Context: an optimization exercise on an open-source flow, tuned for small area, a short achievable clock period and few clock cycles per item. The choices shown serve that exercise and are no tape-out recipe.
The RTL was checked by simulation tests, not by an equivalence proof against the original design.

$ cat flow/run.sh
#!/bin/bash
# synth_recipe.tcl (not shown) runs the flow's synth.tcl, then flattens the netlist and writes it again
# the make line also repeats each setting of config.mk as NAME=value (left out here)
make -C /OpenROAD-flow-scripts/flow DESIGN_CONFIG=/design/flow/config.mk WORK_HOME=/design/flow/orfs CLKGATE_MAP_FILE= SYNTH_SCRIPT=/design/flow/synth_recipe.tcl finish
$ cat flow/config.mk
export PLATFORM = sky130hd
export DESIGN_NAME = flit_rx_check
export DESIGN_NICKNAME = flit_rx_check
export VERILOG_FILES = /design/flow/design.v
export SDC_FILE = /design/flow/constraint.sdc
export NUM_CORES = 8
export LEC_CHECK = 0
export CAP_MARGIN = 20
export CORE_MARGIN = 2
export CORE_UTILIZATION = 30
export SLEW_MARGIN = 20
$ cat flow/constraint.sdc
create_clock -name core_clock -period 30.0 [get_ports {clk}]
set_input_delay 6.0000 -clock core_clock [delete_from_list [all_inputs] [get_ports {clk}]]
set_output_delay 6.0000 -clock core_clock [all_outputs]
set_load 0.01 [all_outputs]
$ cat flow/design.v
module flit_rx_check (
  input  wire        clk,
  input  wire        rst,
  input  wire        in_valid,
  output wire        in_ready,
  input  wire [63:0] in_data,
  output wire        out_valid,
  input  wire        out_ready,
  output reg  [63:0] out_data,
  output wire        out_last,
  output reg         out_fec_fail,
  output reg         out_crc_fail
);
  localparam [63:0] CRC_POLY = 64'h42F0_E1EB_A9EA_3693;
  localparam [2:0] S_RECV   = 3'd0,
                   S_SOLVE1 = 3'd1,
                   S_SOLVE2 = 3'd2,
                   S_SOLVE3 = 3'd3,
                   S_SEND   = 3'd4;
  function automatic [7:0] gf_mul(input [7:0] a, input [7:0] b);
    reg [7:0] p, x;
    integer i;
    begin
      p = 8'h00;
      x = a;
      for (i = 0; i < 8; i = i + 1) begin
        if (b[i]) p = p ^ x;
        x = {x[6:0], 1'b0} ^ (x[7] ? 8'h1D : 8'h00);
      end
      gf_mul = p;
    end
  endfunction
  function automatic [7:0] gf_exp(input [7:0] k);
    case (k)
      8'd0: gf_exp = 8'h01;
      8'd1: gf_exp = 8'h02;
      8'd2: gf_exp = 8'h04;
      8'd3: gf_exp = 8'h08;
      8'd4: gf_exp = 8'h10;
      8'd5: gf_exp = 8'h20;
      8'd6: gf_exp = 8'h40;
      8'd7: gf_exp = 8'h80;
      8'd8: gf_exp = 8'h1d;
      8'd9: gf_exp = 8'h3a;
      8'd10: gf_exp = 8'h74;
      8'd11: gf_exp = 8'he8;
      8'd12: gf_exp = 8'hcd;
      8'd13: gf_exp = 8'h87;
      8'd14: gf_exp = 8'h13;
      8'd15: gf_exp = 8'h26;
      8'd16: gf_exp = 8'h4c;
      8'd17: gf_exp = 8'h98;
      8'd18: gf_exp = 8'h2d;
      8'd19: gf_exp = 8'h5a;
      8'd20: gf_exp = 8'hb4;
      8'd21: gf_exp = 8'h75;
      8'd22: gf_exp = 8'hea;
      8'd23: gf_exp = 8'hc9;
      8'd24: gf_exp = 8'h8f;
      8'd25: gf_exp = 8'h03;
      8'd26: gf_exp = 8'h06;
      8'd27: gf_exp = 8'h0c;
      8'd28: gf_exp = 8'h18;
      8'd29: gf_exp = 8'h30;
      8'd30: gf_exp = 8'h60;
      8'd31: gf_exp = 8'hc0;
      8'd32: gf_exp = 8'h9d;
      8'd33: gf_exp = 8'h27;
      8'd34: gf_exp = 8'h4e;
      8'd35: gf_exp = 8'h9c;
      8'd36: gf_exp = 8'h25;
      8'd37: gf_exp = 8'h4a;
      8'd38: gf_exp = 8'h94;
      8'd39: gf_exp = 8'h35;
      8'd40: gf_exp = 8'h6a;
      8'd41: gf_exp = 8'hd4;
      8'd42: gf_exp = 8'hb5;
      8'd43: gf_exp = 8'h77;
      8'd44: gf_exp = 8'hee;
      8'd45: gf_exp = 8'hc1;
      8'd46: gf_exp = 8'h9f;
      8'd47: gf_exp = 8'h23;
      8'd48: gf_exp = 8'h46;
      8'd49: gf_exp = 8'h8c;
      8'd50: gf_exp = 8'h05;
      8'd51: gf_exp = 8'h0a;
      8'd52: gf_exp = 8'h14;
      8'd53: gf_exp = 8'h28;
      8'd54: gf_exp = 8'h50;
      8'd55: gf_exp = 8'ha0;
      8'd56: gf_exp = 8'h5d;
      8'd57: gf_exp = 8'hba;
      8'd58: gf_exp = 8'h69;
      8'd59: gf_exp = 8'hd2;
      8'd60: gf_exp = 8'hb9;
      8'd61: gf_exp = 8'h6f;
      8'd62: gf_exp = 8'hde;
      8'd63: gf_exp = 8'ha1;
      8'd64: gf_exp = 8'h5f;
      8'd65: gf_exp = 8'hbe;
      8'd66: gf_exp = 8'h61;
      8'd67: gf_exp = 8'hc2;
      8'd68: gf_exp = 8'h99;
      8'd69: gf_exp = 8'h2f;
      8'd70: gf_exp = 8'h5e;
      8'd71: gf_exp = 8'hbc;
      8'd72: gf_exp = 8'h65;
      8'd73: gf_exp = 8'hca;
      8'd74: gf_exp = 8'h89;
      8'd75: gf_exp = 8'h0f;
      8'd76: gf_exp = 8'h1e;
      8'd77: gf_exp = 8'h3c;
      8'd78: gf_exp = 8'h78;
      8'd79: gf_exp = 8'hf0;
      8'd80: gf_exp = 8'hfd;
      8'd81: gf_exp = 8'he7;
      8'd82: gf_exp = 8'hd3;
      8'd83: gf_exp = 8'hbb;
      8'd84: gf_exp = 8'h6b;
      8'd85: gf_exp = 8'hd6;
      8'd86: gf_exp = 8'hb1;
      8'd87: gf_exp = 8'h7f;
      8'd88: gf_exp = 8'hfe;
      8'd89: gf_exp = 8'he1;
      8'd90: gf_exp = 8'hdf;
      8'd91: gf_exp = 8'ha3;
      8'd92: gf_exp = 8'h5b;
      8'd93: gf_exp = 8'hb6;
      8'd94: gf_exp = 8'h71;
      8'd95: gf_exp = 8'he2;
      8'd96: gf_exp = 8'hd9;
      8'd97: gf_exp = 8'haf;
      8'd98: gf_exp = 8'h43;
      8'd99: gf_exp = 8'h86;
      8'd100: gf_exp = 8'h11;
      8'd101: gf_exp = 8'h22;
      8'd102: gf_exp = 8'h44;
      8'd103: gf_exp = 8'h88;
      8'd104: gf_exp = 8'h0d;
      8'd105: gf_exp = 8'h1a;
      8'd106: gf_exp = 8'h34;
      8'd107: gf_exp = 8'h68;
      8'd108: gf_exp = 8'hd0;
      8'd109: gf_exp = 8'hbd;
      8'd110: gf_exp = 8'h67;
      8'd111: gf_exp = 8'hce;
      8'd112: gf_exp = 8'h81;
      8'd113: gf_exp = 8'h1f;
      8'd114: gf_exp = 8'h3e;
      8'd115: gf_exp = 8'h7c;
      8'd116: gf_exp = 8'hf8;
      8'd117: gf_exp = 8'hed;
      8'd118: gf_exp = 8'hc7;
      8'd119: gf_exp = 8'h93;
      8'd120: gf_exp = 8'h3b;
      8'd121: gf_exp = 8'h76;
      8'd122: gf_exp = 8'hec;
      8'd123: gf_exp = 8'hc5;
      8'd124: gf_exp = 8'h97;
      8'd125: gf_exp = 8'h33;
      8'd126: gf_exp = 8'h66;
      8'd127: gf_exp = 8'hcc;
      8'd128: gf_exp = 8'h85;
      8'd129: gf_exp = 8'h17;
      8'd130: gf_exp = 8'h2e;
      8'd131: gf_exp = 8'h5c;
      8'd132: gf_exp = 8'hb8;
      8'd133: gf_exp = 8'h6d;
      8'd134: gf_exp = 8'hda;
      8'd135: gf_exp = 8'ha9;
      8'd136: gf_exp = 8'h4f;
      8'd137: gf_exp = 8'h9e;
      8'd138: gf_exp = 8'h21;
      8'd139: gf_exp = 8'h42;
      8'd140: gf_exp = 8'h84;
      8'd141: gf_exp = 8'h15;
      8'd142: gf_exp = 8'h2a;
      8'd143: gf_exp = 8'h54;
      8'd144: gf_exp = 8'ha8;
      8'd145: gf_exp = 8'h4d;
      8'd146: gf_exp = 8'h9a;
      8'd147: gf_exp = 8'h29;
      8'd148: gf_exp = 8'h52;
      8'd149: gf_exp = 8'ha4;
      8'd150: gf_exp = 8'h55;
      8'd151: gf_exp = 8'haa;
      8'd152: gf_exp = 8'h49;
      8'd153: gf_exp = 8'h92;
      8'd154: gf_exp = 8'h39;
      8'd155: gf_exp = 8'h72;
      8'd156: gf_exp = 8'he4;
      8'd157: gf_exp = 8'hd5;
      8'd158: gf_exp = 8'hb7;
      8'd159: gf_exp = 8'h73;
      8'd160: gf_exp = 8'he6;
      8'd161: gf_exp = 8'hd1;
      8'd162: gf_exp = 8'hbf;
      8'd163: gf_exp = 8'h63;
      8'd164: gf_exp = 8'hc6;
      8'd165: gf_exp = 8'h91;
      8'd166: gf_exp = 8'h3f;
      8'd167: gf_exp = 8'h7e;
      8'd168: gf_exp = 8'hfc;
      8'd169: gf_exp = 8'he5;
      8'd170: gf_exp = 8'hd7;
      8'd171: gf_exp = 8'hb3;
      8'd172: gf_exp = 8'h7b;
      8'd173: gf_exp = 8'hf6;
      8'd174: gf_exp = 8'hf1;
      8'd175: gf_exp = 8'hff;
      8'd176: gf_exp = 8'he3;
      8'd177: gf_exp = 8'hdb;
      8'd178: gf_exp = 8'hab;
      8'd179: gf_exp = 8'h4b;
      8'd180: gf_exp = 8'h96;
      8'd181: gf_exp = 8'h31;
      8'd182: gf_exp = 8'h62;
      8'd183: gf_exp = 8'hc4;
      8'd184: gf_exp = 8'h95;
      8'd185: gf_exp = 8'h37;
      8'd186: gf_exp = 8'h6e;
      8'd187: gf_exp = 8'hdc;
      8'd188: gf_exp = 8'ha5;
      8'd189: gf_exp = 8'h57;
      8'd190: gf_exp = 8'hae;
      8'd191: gf_exp = 8'h41;
      8'd192: gf_exp = 8'h82;
      8'd193: gf_exp = 8'h19;
      8'd194: gf_exp = 8'h32;
      8'd195: gf_exp = 8'h64;
      8'd196: gf_exp = 8'hc8;
      8'd197: gf_exp = 8'h8d;
      8'd198: gf_exp = 8'h07;
      8'd199: gf_exp = 8'h0e;
      8'd200: gf_exp = 8'h1c;
      8'd201: gf_exp = 8'h38;
      8'd202: gf_exp = 8'h70;
      8'd203: gf_exp = 8'he0;
      8'd204: gf_exp = 8'hdd;
      8'd205: gf_exp = 8'ha7;
      8'd206: gf_exp = 8'h53;
      8'd207: gf_exp = 8'ha6;
      8'd208: gf_exp = 8'h51;
      8'd209: gf_exp = 8'ha2;
      8'd210: gf_exp = 8'h59;
      8'd211: gf_exp = 8'hb2;
      8'd212: gf_exp = 8'h79;
      8'd213: gf_exp = 8'hf2;
      8'd214: gf_exp = 8'hf9;
      8'd215: gf_exp = 8'hef;
      8'd216: gf_exp = 8'hc3;
      8'd217: gf_exp = 8'h9b;
      8'd218: gf_exp = 8'h2b;
      8'd219: gf_exp = 8'h56;
      8'd220: gf_exp = 8'hac;
      8'd221: gf_exp = 8'h45;
      8'd222: gf_exp = 8'h8a;
      8'd223: gf_exp = 8'h09;
      8'd224: gf_exp = 8'h12;
      8'd225: gf_exp = 8'h24;
      8'd226: gf_exp = 8'h48;
      8'd227: gf_exp = 8'h90;
      8'd228: gf_exp = 8'h3d;
      8'd229: gf_exp = 8'h7a;
      8'd230: gf_exp = 8'hf4;
      8'd231: gf_exp = 8'hf5;
      8'd232: gf_exp = 8'hf7;
      8'd233: gf_exp = 8'hf3;
      8'd234: gf_exp = 8'hfb;
      8'd235: gf_exp = 8'heb;
      8'd236: gf_exp = 8'hcb;
      8'd237: gf_exp = 8'h8b;
      8'd238: gf_exp = 8'h0b;
      8'd239: gf_exp = 8'h16;
      8'd240: gf_exp = 8'h2c;
      8'd241: gf_exp = 8'h58;
      8'd242: gf_exp = 8'hb0;
      8'd243: gf_exp = 8'h7d;
      8'd244: gf_exp = 8'hfa;
      8'd245: gf_exp = 8'he9;
      8'd246: gf_exp = 8'hcf;
      8'd247: gf_exp = 8'h83;
      8'd248: gf_exp = 8'h1b;
      8'd249: gf_exp = 8'h36;
      8'd250: gf_exp = 8'h6c;
      8'd251: gf_exp = 8'hd8;
      8'd252: gf_exp = 8'had;
      8'd253: gf_exp = 8'h47;
      8'd254: gf_exp = 8'h8e;
      8'd255: gf_exp = 8'h01;
      default: gf_exp = 8'h00;
    endcase
  endfunction
  function automatic [7:0] gf_inv(input [7:0] a);
    case (a)
      8'h00: gf_inv = 8'h00;
      8'h01: gf_inv = 8'h01;
      8'h02: gf_inv = 8'h8e;
      8'h03: gf_inv = 8'hf4;
      8'h04: gf_inv = 8'h47;
      8'h05: gf_inv = 8'ha7;
      8'h06: gf_inv = 8'h7a;
      8'h07: gf_inv = 8'hba;
      8'h08: gf_inv = 8'had;
      8'h09: gf_inv = 8'h9d;
      8'h0a: gf_inv = 8'hdd;
      8'h0b: gf_inv = 8'h98;
      8'h0c: gf_inv = 8'h3d;
      8'h0d: gf_inv = 8'haa;
      8'h0e: gf_inv = 8'h5d;
      8'h0f: gf_inv = 8'h96;
      8'h10: gf_inv = 8'hd8;
      8'h11: gf_inv = 8'h72;
      8'h12: gf_inv = 8'hc0;
      8'h13: gf_inv = 8'h58;
      8'h14: gf_inv = 8'he0;
      8'h15: gf_inv = 8'h3e;
      8'h16: gf_inv = 8'h4c;
      8'h17: gf_inv = 8'h66;
      8'h18: gf_inv = 8'h90;
      8'h19: gf_inv = 8'hde;
      8'h1a: gf_inv = 8'h55;
      8'h1b: gf_inv = 8'h80;
      8'h1c: gf_inv = 8'ha0;
      8'h1d: gf_inv = 8'h83;
      8'h1e: gf_inv = 8'h4b;
      8'h1f: gf_inv = 8'h2a;
      8'h20: gf_inv = 8'h6c;
      8'h21: gf_inv = 8'hed;
      8'h22: gf_inv = 8'h39;
      8'h23: gf_inv = 8'h51;
      8'h24: gf_inv = 8'h60;
      8'h25: gf_inv = 8'h56;
      8'h26: gf_inv = 8'h2c;
      8'h27: gf_inv = 8'h8a;
      8'h28: gf_inv = 8'h70;
      8'h29: gf_inv = 8'hd0;
      8'h2a: gf_inv = 8'h1f;
      8'h2b: gf_inv = 8'h4a;
      8'h2c: gf_inv = 8'h26;
      8'h2d: gf_inv = 8'h8b;
      8'h2e: gf_inv = 8'h33;
      8'h2f: gf_inv = 8'h6e;
      8'h30: gf_inv = 8'h48;
      8'h31: gf_inv = 8'h89;
      8'h32: gf_inv = 8'h6f;
      8'h33: gf_inv = 8'h2e;
      8'h34: gf_inv = 8'ha4;
      8'h35: gf_inv = 8'hc3;
      8'h36: gf_inv = 8'h40;
      8'h37: gf_inv = 8'h5e;
      8'h38: gf_inv = 8'h50;
      8'h39: gf_inv = 8'h22;
      8'h3a: gf_inv = 8'hcf;
      8'h3b: gf_inv = 8'ha9;
      8'h3c: gf_inv = 8'hab;
      8'h3d: gf_inv = 8'h0c;
      8'h3e: gf_inv = 8'h15;
      8'h3f: gf_inv = 8'he1;
      8'h40: gf_inv = 8'h36;
      8'h41: gf_inv = 8'h5f;
      8'h42: gf_inv = 8'hf8;
      8'h43: gf_inv = 8'hd5;
      8'h44: gf_inv = 8'h92;
      8'h45: gf_inv = 8'h4e;
      8'h46: gf_inv = 8'ha6;
      8'h47: gf_inv = 8'h04;
      8'h48: gf_inv = 8'h30;
      8'h49: gf_inv = 8'h88;
      8'h4a: gf_inv = 8'h2b;
      8'h4b: gf_inv = 8'h1e;
      8'h4c: gf_inv = 8'h16;
      8'h4d: gf_inv = 8'h67;
      8'h4e: gf_inv = 8'h45;
      8'h4f: gf_inv = 8'h93;
      8'h50: gf_inv = 8'h38;
      8'h51: gf_inv = 8'h23;
      8'h52: gf_inv = 8'h68;
      8'h53: gf_inv = 8'h8c;
      8'h54: gf_inv = 8'h81;
      8'h55: gf_inv = 8'h1a;
      8'h56: gf_inv = 8'h25;
      8'h57: gf_inv = 8'h61;
      8'h58: gf_inv = 8'h13;
      8'h59: gf_inv = 8'hc1;
      8'h5a: gf_inv = 8'hcb;
      8'h5b: gf_inv = 8'h63;
      8'h5c: gf_inv = 8'h97;
      8'h5d: gf_inv = 8'h0e;
      8'h5e: gf_inv = 8'h37;
      8'h5f: gf_inv = 8'h41;
      8'h60: gf_inv = 8'h24;
      8'h61: gf_inv = 8'h57;
      8'h62: gf_inv = 8'hca;
      8'h63: gf_inv = 8'h5b;
      8'h64: gf_inv = 8'hb9;
      8'h65: gf_inv = 8'hc4;
      8'h66: gf_inv = 8'h17;
      8'h67: gf_inv = 8'h4d;
      8'h68: gf_inv = 8'h52;
      8'h69: gf_inv = 8'h8d;
      8'h6a: gf_inv = 8'hef;
      8'h6b: gf_inv = 8'hb3;
      8'h6c: gf_inv = 8'h20;
      8'h6d: gf_inv = 8'hec;
      8'h6e: gf_inv = 8'h2f;
      8'h6f: gf_inv = 8'h32;
      8'h70: gf_inv = 8'h28;
      8'h71: gf_inv = 8'hd1;
      8'h72: gf_inv = 8'h11;
      8'h73: gf_inv = 8'hd9;
      8'h74: gf_inv = 8'he9;
      8'h75: gf_inv = 8'hfb;
      8'h76: gf_inv = 8'hda;
      8'h77: gf_inv = 8'h79;
      8'h78: gf_inv = 8'hdb;
      8'h79: gf_inv = 8'h77;
      8'h7a: gf_inv = 8'h06;
      8'h7b: gf_inv = 8'hbb;
      8'h7c: gf_inv = 8'h84;
      8'h7d: gf_inv = 8'hcd;
      8'h7e: gf_inv = 8'hfe;
      8'h7f: gf_inv = 8'hfc;
      8'h80: gf_inv = 8'h1b;
      8'h81: gf_inv = 8'h54;
      8'h82: gf_inv = 8'ha1;
      8'h83: gf_inv = 8'h1d;
      8'h84: gf_inv = 8'h7c;
      8'h85: gf_inv = 8'hcc;
      8'h86: gf_inv = 8'he4;
      8'h87: gf_inv = 8'hb0;
      8'h88: gf_inv = 8'h49;
      8'h89: gf_inv = 8'h31;
      8'h8a: gf_inv = 8'h27;
      8'h8b: gf_inv = 8'h2d;
      8'h8c: gf_inv = 8'h53;
      8'h8d: gf_inv = 8'h69;
      8'h8e: gf_inv = 8'h02;
      8'h8f: gf_inv = 8'hf5;
      8'h90: gf_inv = 8'h18;
      8'h91: gf_inv = 8'hdf;
      8'h92: gf_inv = 8'h44;
      8'h93: gf_inv = 8'h4f;
      8'h94: gf_inv = 8'h9b;
      8'h95: gf_inv = 8'hbc;
      8'h96: gf_inv = 8'h0f;
      8'h97: gf_inv = 8'h5c;
      8'h98: gf_inv = 8'h0b;
      8'h99: gf_inv = 8'hdc;
      8'h9a: gf_inv = 8'hbd;
      8'h9b: gf_inv = 8'h94;
      8'h9c: gf_inv = 8'hac;
      8'h9d: gf_inv = 8'h09;
      8'h9e: gf_inv = 8'hc7;
      8'h9f: gf_inv = 8'ha2;
      8'ha0: gf_inv = 8'h1c;
      8'ha1: gf_inv = 8'h82;
      8'ha2: gf_inv = 8'h9f;
      8'ha3: gf_inv = 8'hc6;
      8'ha4: gf_inv = 8'h34;
      8'ha5: gf_inv = 8'hc2;
      8'ha6: gf_inv = 8'h46;
      8'ha7: gf_inv = 8'h05;
      8'ha8: gf_inv = 8'hce;
      8'ha9: gf_inv = 8'h3b;
      8'haa: gf_inv = 8'h0d;
      8'hab: gf_inv = 8'h3c;
      8'hac: gf_inv = 8'h9c;
      8'had: gf_inv = 8'h08;
      8'hae: gf_inv = 8'hbe;
      8'haf: gf_inv = 8'hb7;
      8'hb0: gf_inv = 8'h87;
      8'hb1: gf_inv = 8'he5;
      8'hb2: gf_inv = 8'hee;
      8'hb3: gf_inv = 8'h6b;
      8'hb4: gf_inv = 8'heb;
      8'hb5: gf_inv = 8'hf2;
      8'hb6: gf_inv = 8'hbf;
      8'hb7: gf_inv = 8'haf;
      8'hb8: gf_inv = 8'hc5;
      8'hb9: gf_inv = 8'h64;
      8'hba: gf_inv = 8'h07;
      8'hbb: gf_inv = 8'h7b;
      8'hbc: gf_inv = 8'h95;
      8'hbd: gf_inv = 8'h9a;
      8'hbe: gf_inv = 8'hae;
      8'hbf: gf_inv = 8'hb6;
      8'hc0: gf_inv = 8'h12;
      8'hc1: gf_inv = 8'h59;
      8'hc2: gf_inv = 8'ha5;
      8'hc3: gf_inv = 8'h35;
      8'hc4: gf_inv = 8'h65;
      8'hc5: gf_inv = 8'hb8;
      8'hc6: gf_inv = 8'ha3;
      8'hc7: gf_inv = 8'h9e;
      8'hc8: gf_inv = 8'hd2;
      8'hc9: gf_inv = 8'hf7;
      8'hca: gf_inv = 8'h62;
      8'hcb: gf_inv = 8'h5a;
      8'hcc: gf_inv = 8'h85;
      8'hcd: gf_inv = 8'h7d;
      8'hce: gf_inv = 8'ha8;
      8'hcf: gf_inv = 8'h3a;
      8'hd0: gf_inv = 8'h29;
      8'hd1: gf_inv = 8'h71;
      8'hd2: gf_inv = 8'hc8;
      8'hd3: gf_inv = 8'hf6;
      8'hd4: gf_inv = 8'hf9;
      8'hd5: gf_inv = 8'h43;
      8'hd6: gf_inv = 8'hd7;
      8'hd7: gf_inv = 8'hd6;
      8'hd8: gf_inv = 8'h10;
      8'hd9: gf_inv = 8'h73;
      8'hda: gf_inv = 8'h76;
      8'hdb: gf_inv = 8'h78;
      8'hdc: gf_inv = 8'h99;
      8'hdd: gf_inv = 8'h0a;
      8'hde: gf_inv = 8'h19;
      8'hdf: gf_inv = 8'h91;
      8'he0: gf_inv = 8'h14;
      8'he1: gf_inv = 8'h3f;
      8'he2: gf_inv = 8'he6;
      8'he3: gf_inv = 8'hf0;
      8'he4: gf_inv = 8'h86;
      8'he5: gf_inv = 8'hb1;
      8'he6: gf_inv = 8'he2;
      8'he7: gf_inv = 8'hf1;
      8'he8: gf_inv = 8'hfa;
      8'he9: gf_inv = 8'h74;
      8'hea: gf_inv = 8'hf3;
      8'heb: gf_inv = 8'hb4;
      8'hec: gf_inv = 8'h6d;
      8'hed: gf_inv = 8'h21;
      8'hee: gf_inv = 8'hb2;
      8'hef: gf_inv = 8'h6a;
      8'hf0: gf_inv = 8'he3;
      8'hf1: gf_inv = 8'he7;
      8'hf2: gf_inv = 8'hb5;
      8'hf3: gf_inv = 8'hea;
      8'hf4: gf_inv = 8'h03;
      8'hf5: gf_inv = 8'h8f;
      8'hf6: gf_inv = 8'hd3;
      8'hf7: gf_inv = 8'hc9;
      8'hf8: gf_inv = 8'h42;
      8'hf9: gf_inv = 8'hd4;
      8'hfa: gf_inv = 8'he8;
      8'hfb: gf_inv = 8'h75;
      8'hfc: gf_inv = 8'h7f;
      8'hfd: gf_inv = 8'hff;
      8'hfe: gf_inv = 8'h7e;
      8'hff: gf_inv = 8'hfd;
      default: gf_inv = 8'h00;
    endcase
  endfunction
  function automatic [63:0] crc_byte(input [63:0] crc, input [7:0] b);
    reg [63:0] c;
    integer i;
    begin
      c = crc ^ {b, 56'd0};
      for (i = 0; i < 8; i = i + 1)
        c = c[63] ? ({c[62:0], 1'b0} ^ CRC_POLY) : {c[62:0], 1'b0};
      crc_byte = c;
    end
  endfunction
  reg  [2:0]  state;
  reg  [4:0]  beat;       
  reg  [1:0]  phase;      
  reg  [63:0] flit [0:31];    
  reg  [7:0]  syn [0:11];
  reg  [7:0]  det [0:2];    
  reg  [7:0]  num1 [0:2];   
  reg  [7:0]  num2 [0:2];   
  reg  [7:0]  lam1 [0:2];
  reg  [7:0]  lam2 [0:2];
  reg  [7:0]  om1 [0:2];     
  reg  [7:0]  lam1_inv [0:2];
  reg  [1:0]  need [0:2];    
  reg  [2:0]  bad;           
  reg  [1:0]  found [0:2];   
  reg  [63:0] crc;
  reg  [31:0] crc_final;    
  reg         crc_hi_ok;
  reg         crc_lo_ok;
  assign in_ready  = (state == S_RECV);
  assign out_valid = (state == S_SEND);
  assign out_last  = (state == S_SEND) && (beat == 5'd31);
  wire in_fire  = in_valid && in_ready;
  wire out_fire = out_valid && out_ready;
  reg [7:0] syn_next [0:11];
  reg [1:0] ph;
  reg [7:0] in_byte;
  integer   k, j, c;
  always @* begin
    for (c = 0; c < 12; c = c + 1)
      syn_next[c] = (beat == 5'd0) ? 8'h00 : syn[c];
    ph = phase;
    for (k = 0; k < 8; k = k + 1) begin
      in_byte = in_data[63 - 8*k -: 8];
      for (c = 0; c < 3; c = c + 1)
        if ({30'd0, ph} == c)
          for (j = 0; j < 4; j = j + 1)
            syn_next[4*c + j] = gf_mul(syn_next[4*c + j], gf_exp(j[7:0])) ^ in_byte;
      ph = (ph == 2'd2) ? 2'd0 : ph + 2'd1;
    end
  end
  reg [7:0]  pos;         
  reg [7:0]  deg;         
  reg [7:0]  x_loc;       
  reg [7:0]  x_inv;       
  reg [7:0]  lam_val;
  reg [7:0]  err;
  reg [7:0]  out_byte;
  reg [1:0]  found_next [0:2];
  reg [63:0] crc_next;
  reg [2:0]  fec_bad;
  reg [1:0]  ph_o;
  integer    ko, co;
  always @* begin
    for (co = 0; co < 3; co = co + 1)
      found_next[co] = (beat == 5'd0) ? 2'd0 : found[co];
    crc_next = (beat == 5'd0) ? 64'hFFFF_FFFF_FFFF_FFFF : crc;
    ph_o = phase;
    out_data = 64'd0;
    lam_val = 8'h00;
    err = 8'h00;
    fec_bad = 3'b000;
    for (ko = 0; ko < 8; ko = ko + 1) begin
      pos   = {beat, 3'd0} + ko[7:0];
      deg   = (8'd255 - pos) / 8'd3;
      x_loc = gf_exp(deg);
      x_inv = gf_exp((8'd255 - deg) % 8'd255);
      out_byte = flit[0][63 - 8*ko -: 8];
      lam_val = 8'h01 ^ gf_mul(lam1[ph_o], x_inv) ^ gf_mul(lam2[ph_o], gf_mul(x_inv, x_inv));
      if (need[ph_o] != 2'd0 && lam_val == 8'h00) begin
        err = gf_mul(gf_mul(syn[{ph_o, 2'b00}], x_loc) ^ om1[ph_o], lam1_inv[ph_o]);
        out_byte = out_byte ^ err;
        if (found_next[ph_o] != 2'd3)
          found_next[ph_o] = found_next[ph_o] + 2'd1;
      end
      out_data[63 - 8*ko -: 8] = out_byte;
      if (pos < 8'd236)
        crc_next = crc_byte(crc_next, out_byte);
      ph_o = (ph_o == 2'd2) ? 2'd0 : ph_o + 2'd1;
    end
    for (co = 0; co < 3; co = co + 1)
      fec_bad[co] = bad[co] || (found_next[co] != need[co]);
  end
  always @* begin
    out_fec_fail = 1'b0;
    out_crc_fail = 1'b0;
    if (out_last) begin
      out_fec_fail = |fec_bad;
      out_crc_fail = !(crc_hi_ok && crc_lo_ok);
    end
  end
  reg [7:0] s0, s1, s2, s3, x1, d_inv;
  integer   cs;
  always @(posedge clk) begin
    if (rst) begin
      state <= S_RECV;
      beat  <= 5'd0;
      phase <= 2'd0;
    end else begin
      case (state)
        S_RECV: if (in_fire) begin
          for (cs = 0; cs < 31; cs = cs + 1)
            flit[cs] <= flit[cs + 1];
          flit[31] <= in_data;
          for (cs = 0; cs < 12; cs = cs + 1)
            syn[cs] <= syn_next[cs];
          beat  <= beat + 5'd1;
          phase <= (phase == 2'd0) ? 2'd2 : phase - 2'd1;    
          if (beat == 5'd31) begin
            state <= S_SOLVE1;
            phase <= 2'd0;
          end
        end
        S_SOLVE1: begin
          for (cs = 0; cs < 3; cs = cs + 1) begin
            s0 = syn[4*cs];  s1 = syn[4*cs+1];  s2 = syn[4*cs+2];  s3 = syn[4*cs+3];
            det[cs]  <= gf_mul(s1, s1) ^ gf_mul(s0, s2);
            num1[cs] <= gf_mul(s0, s3) ^ gf_mul(s1, s2);
            num2[cs] <= gf_mul(s1, s3) ^ gf_mul(s2, s2);
          end
          state <= S_SOLVE2;
        end
        S_SOLVE2: begin
          for (cs = 0; cs < 3; cs = cs + 1) begin
            s0 = syn[4*cs];  s1 = syn[4*cs+1];  s2 = syn[4*cs+2];  s3 = syn[4*cs+3];
            bad[cs] <= 1'b0;
            if ((s0 | s1 | s2 | s3) == 8'h00) begin
              lam1[cs] <= 8'h00;
              lam2[cs] <= 8'h00;
              need[cs] <= 2'd0;
            end else if (det[cs] != 8'h00) begin
              d_inv = gf_inv(det[cs]);
              lam1[cs] <= gf_mul(num1[cs], d_inv);
              lam2[cs] <= gf_mul(num2[cs], d_inv);
              need[cs] <= 2'd2;
            end else begin
              x1 = gf_mul(s1, gf_inv(s0));
              lam1[cs] <= x1;
              lam2[cs] <= 8'h00;
              need[cs] <= 2'd1;
              if (s0 == 8'h00 || gf_mul(s1, x1) != s2 || gf_mul(s2, x1) != s3)
                bad[cs] <= 1'b1;
            end
          end
          state <= S_SOLVE3;
        end
        S_SOLVE3: begin
          for (cs = 0; cs < 3; cs = cs + 1) begin
            lam1_inv[cs] <= gf_inv(lam1[cs]);
            om1[cs]      <= syn[4*cs+1] ^ gf_mul(lam1[cs], syn[4*cs]);
          end
          state <= S_SEND;
        end
        S_SEND: if (out_fire) begin
          for (cs = 0; cs < 31; cs = cs + 1)
            flit[cs] <= flit[cs + 1];
          for (cs = 0; cs < 3; cs = cs + 1)
            found[cs] <= found_next[cs];
          crc <= crc_next;
          if (beat == 5'd29) begin
            crc_final <= ~crc_next[31:0];
            crc_hi_ok <= (~crc_next[63:32] == out_data[31:0]);
          end
          if (beat == 5'd30)
            crc_lo_ok <= (crc_final[31:0] == out_data[63:32]);
          beat  <= beat + 5'd1;
          phase <= (phase == 2'd0) ? 2'd2 : phase - 2'd1;
          if (beat == 5'd31) begin
            state <= S_RECV;
            phase <= 2'd0;
          end
        end
        default: state <= S_RECV;
      endcase
    end
  end
endmodule
==> reports/qor.txt <==
drt pass-1 iters -> 12
Worst-path clk slew -> 0.11 ns
Setup Viol. Count Final -> 0
CTS root buf -> clkbuf_16
WS Path Type -> reg -> out
DRC -> 0
fin crit period -> 28.59 ns
synth-to-layout area growth -> 9.38%
Synth Warn # -> 14
H-tree lvl count -> 5
Setup WS pre-CTS -> 1.08 ns
Layout fillers -> 87332
fin crit share -> 95.3%
Setup Skew -> 0.136 ns
worst rel slew slack -> 8.98%
ys async rst share -> 0%
1st-iter DRT viols -> 35265
initial core utilization -> 30.1%
largest net degree at the start of global routing -> 197
IO Pins -> 137
global-route wire length before repair -> 1500000 µm
Seq/Total Area, Yosys -> 29.4%
Hold WC Path Type -> reg -> reg
Mapped Nets -> 31062
gr usage total -> 23.1%
Skew-Pair Late Insertion Delay -> 1.00 ns
Max Root-Sink Buffers -> 4
CP max stage delay -> 0.67 ns
vias in the first global route -> 214488
CTS tree -> yes
gp weighted congestion -> 1.01
final instance area -> 275000 µm²
grt peak-use layer -> met2
share of cells above drive strength 1 -> 7.58%
worst-margin pin slew -> 1.37 ns
Layout Utilization -> 32.9%
I/O Buffers -> 136
most frequent cells after synthesis -> xnor2_1 (5254), nand2_1 (4545), nor2_1 (2887)
setup TNS -> 0 ns
Syn Inst Count -> 30469
cell accounting for the most synthesized area -> edfxtp_1
Worst setup EP type -> output pin
worst path required time -> 24.00 ns
most frequent cell after synthesis -> xnor2_1
max-cap violations -> 0
Startpoint Class -> flip-flop
core area -> 836000 µm²
post-place instance area -> 266000 µm²
Peak Freq -> 0.0350 GHz
initial antenna violation count -> 51
Worst path slowest cell -> a41oi_4
Seq cells post-synth -> 2483
total number of vias -> 233216
met2 Use GR -> 35.1%
row count -> 336
placed wire-length estimate -> 740000 µm
die area -> 845000 µm²
met3 usage -> 4.98%
layout net count -> 30110
Antenna Nets Post-Route -> 0
most used cell, CP -> ha_1
DIE WIDTH -> 919 µm
run status -> finished clean
min setup slack post-route -> 1.41 ns
vias per std cell -> 5.70
Fin. Hold Viols -> 0
mean area per synthesized cell -> 8.25 µm²
worst-path maximum fanout -> 11
drt wl/cell -> 25.4 µm
Total Wirelength -> 1040000 µm
Arrival @ worst endpoint -> 22.59 ns
Netlist cell types -> 149
post-synthesis cell area -> 251000 µm²
TritonCTS buffer count -> 262
Die Span Y -> 919 µm
CTS Sinks -> 2483
synth top area cells -> edfxtp_1 (29%), xnor2_1 (18%), nand2_1 (6.8%), xor2_1 (5.0%), a21oi_1 (4.3%)
routing usage on met1 -> 31.3%
area share of the largest cell type after synthesis -> 29.0%
Final Max Tran Viols -> 0
EDFF count, synth -> 2425
grt ovf -> 0
ys flop type -> edfxtp_1
==> per-layer routing <==
layer | vias up | part of all wire, %
li1 | 104418 | -
met1 | 111206 | 40
met2 | 14632 | 43
met3 | 2924 | 11
met4 | 36 | 5.7
met5 | - | 0.027
==> kinds of logic (layout without fill, tap and decap cells) <==
group / Yosys count / count (layout) / share of synthesized area, %
simple gates: 9547 / 9547 / 16.0
compound gates: 7471 / 7472 / 18.6
xor+xnor: 7004 / 7004 / 26.1
buf+inv: 2911 / 2153 / 4.84
flops: 2483 / 2483 / 29.4
mux: 528 / 528 / 2.46
fa+ha+maj: 525 / 525 / 2.61
other cells: 0 / 24 / 0
==> path summary, 6_finish.rpt <==
path	start	end	slack, ns	cells after the start
min	flit[4][63]$_DFFE_PP_	flit[3][63]$_DFFE_PP_	0.34	0
max	beat[3]$_SDFFE_PP0P_	out_fec_fail	1.41	98
min reg2reg	flit[4][63]$_DFFE_PP_	flit[3][63]$_DFFE_PP_	0.34	0
max reg2reg	beat[3]$_SDFFE_PP0P_	crc_hi_ok$_DFFE_PP_	3.59	78
==> placed cells by master (no fill, tap or decap), drive strengths merged, types with 113 or more instances in the layout <==
cell              n
a211oi          440
a21o            113
a21oi          2198
a221oi          124
a22oi           231
a311oi          117
a31oi           309
and2            147
buf            1148
clkbuf          318
clkdlybuf4s50   132
clkinv          123
edfxtp         2425
ha              525
inv             401
mux2i           394
nand2          4551
nand2b          156
nand3           493
nor2           2893
nor2b           158
nor3            573
o211ai          416
o21a            115
o21ai          2056
o221ai          121
o22ai           312
o311ai          186
o31ai           124
xnor2          5336
xnor3           200
xor2           1440
==> worst max-delay path, delay by kind of cell (launching register included) <==
family / cells / cell delay [ns]
simple gates: 33 / 6.55
compound gates: 28 / 6.22
fa+ha+maj: 13 / 3.34
buf+inv: 15 / 2.54
mux: 4 / 1.28
xor+xnor: 5 / 1.20
flops: 1 / 0.42
==> what timing repair did <==
item,CTS,global route
setup buffers,0,13
cloned,0,1
hold buffers,0,0
resized for setup,2,72
endpoints found under the setup margin,1,2
pin swaps,0,9
==> cell type report <==
class                           instances  area (µm²)  share of cell area [%]
Tap cell                            11154       14000                    5.08
Inverter                              414        1570                   0.572
Antenna cell                           24        60.1                  0.0219
Clock inverter                        141        1360                   0.495
Timing Repair Buffer                 1280       10100                    3.69
Multi-Input combinational cell      25076      167000                    60.7
Clock buffer                          318        6880                    2.50
Sequential cell                      2483       74000                    26.9
==> state kept, by name, summed over array words and instances (netlist names), 5 cells and up, named ones only <==
register   cells
syn           96
lam1_inv      24
num2          24
num1          24
det           24
flit        2048
lam1          24
crc           64
crc_final     32
om1           24
need           6
beat           5
lam2          24
found          6
==> metrics by stage <==
step	cells	hold slack, ns
CTS	40848	0.342
detailed placement	40389	0.405
floorplan	30469	0.400
finish	40890	0.337
global placement	40387	0.400
global route	40870	0.354
Testbench counts, summed over its fixed seeds: cycles 34,304, flits 512.

[port drivers added, routing unchanged]
Ports are ideal in the flow. The routed layout listed here was re-timed in OpenROAD.
Step 1 sets driving cells, clkbuf_16 on the clock port and buf_2 on the other inputs (assumed; they add their load-dependent delay and slew).
Step 2 times the ports against the registers' clock, not the clock port: input delays grow and output delays shrink by t, the midpoint of the rising clock arrivals with the driver on.
a / b / c = ideal ports / drivers / drivers and shift; a / b = the first two.
t, ns: 1.068
setup slack, ns: 1.410 / 1.276 / 2.344
worst setup path after step 2: register to output
clock arrival spread, ns: 0.146 / 0.146
slew at the worst register clock pin (ns): 0.11 / 0.11
After both steps this run still meets setup and hold. For this run, drivers alone change the setup slack by -0.134 ns; drivers and shift together by +0.934 ns.
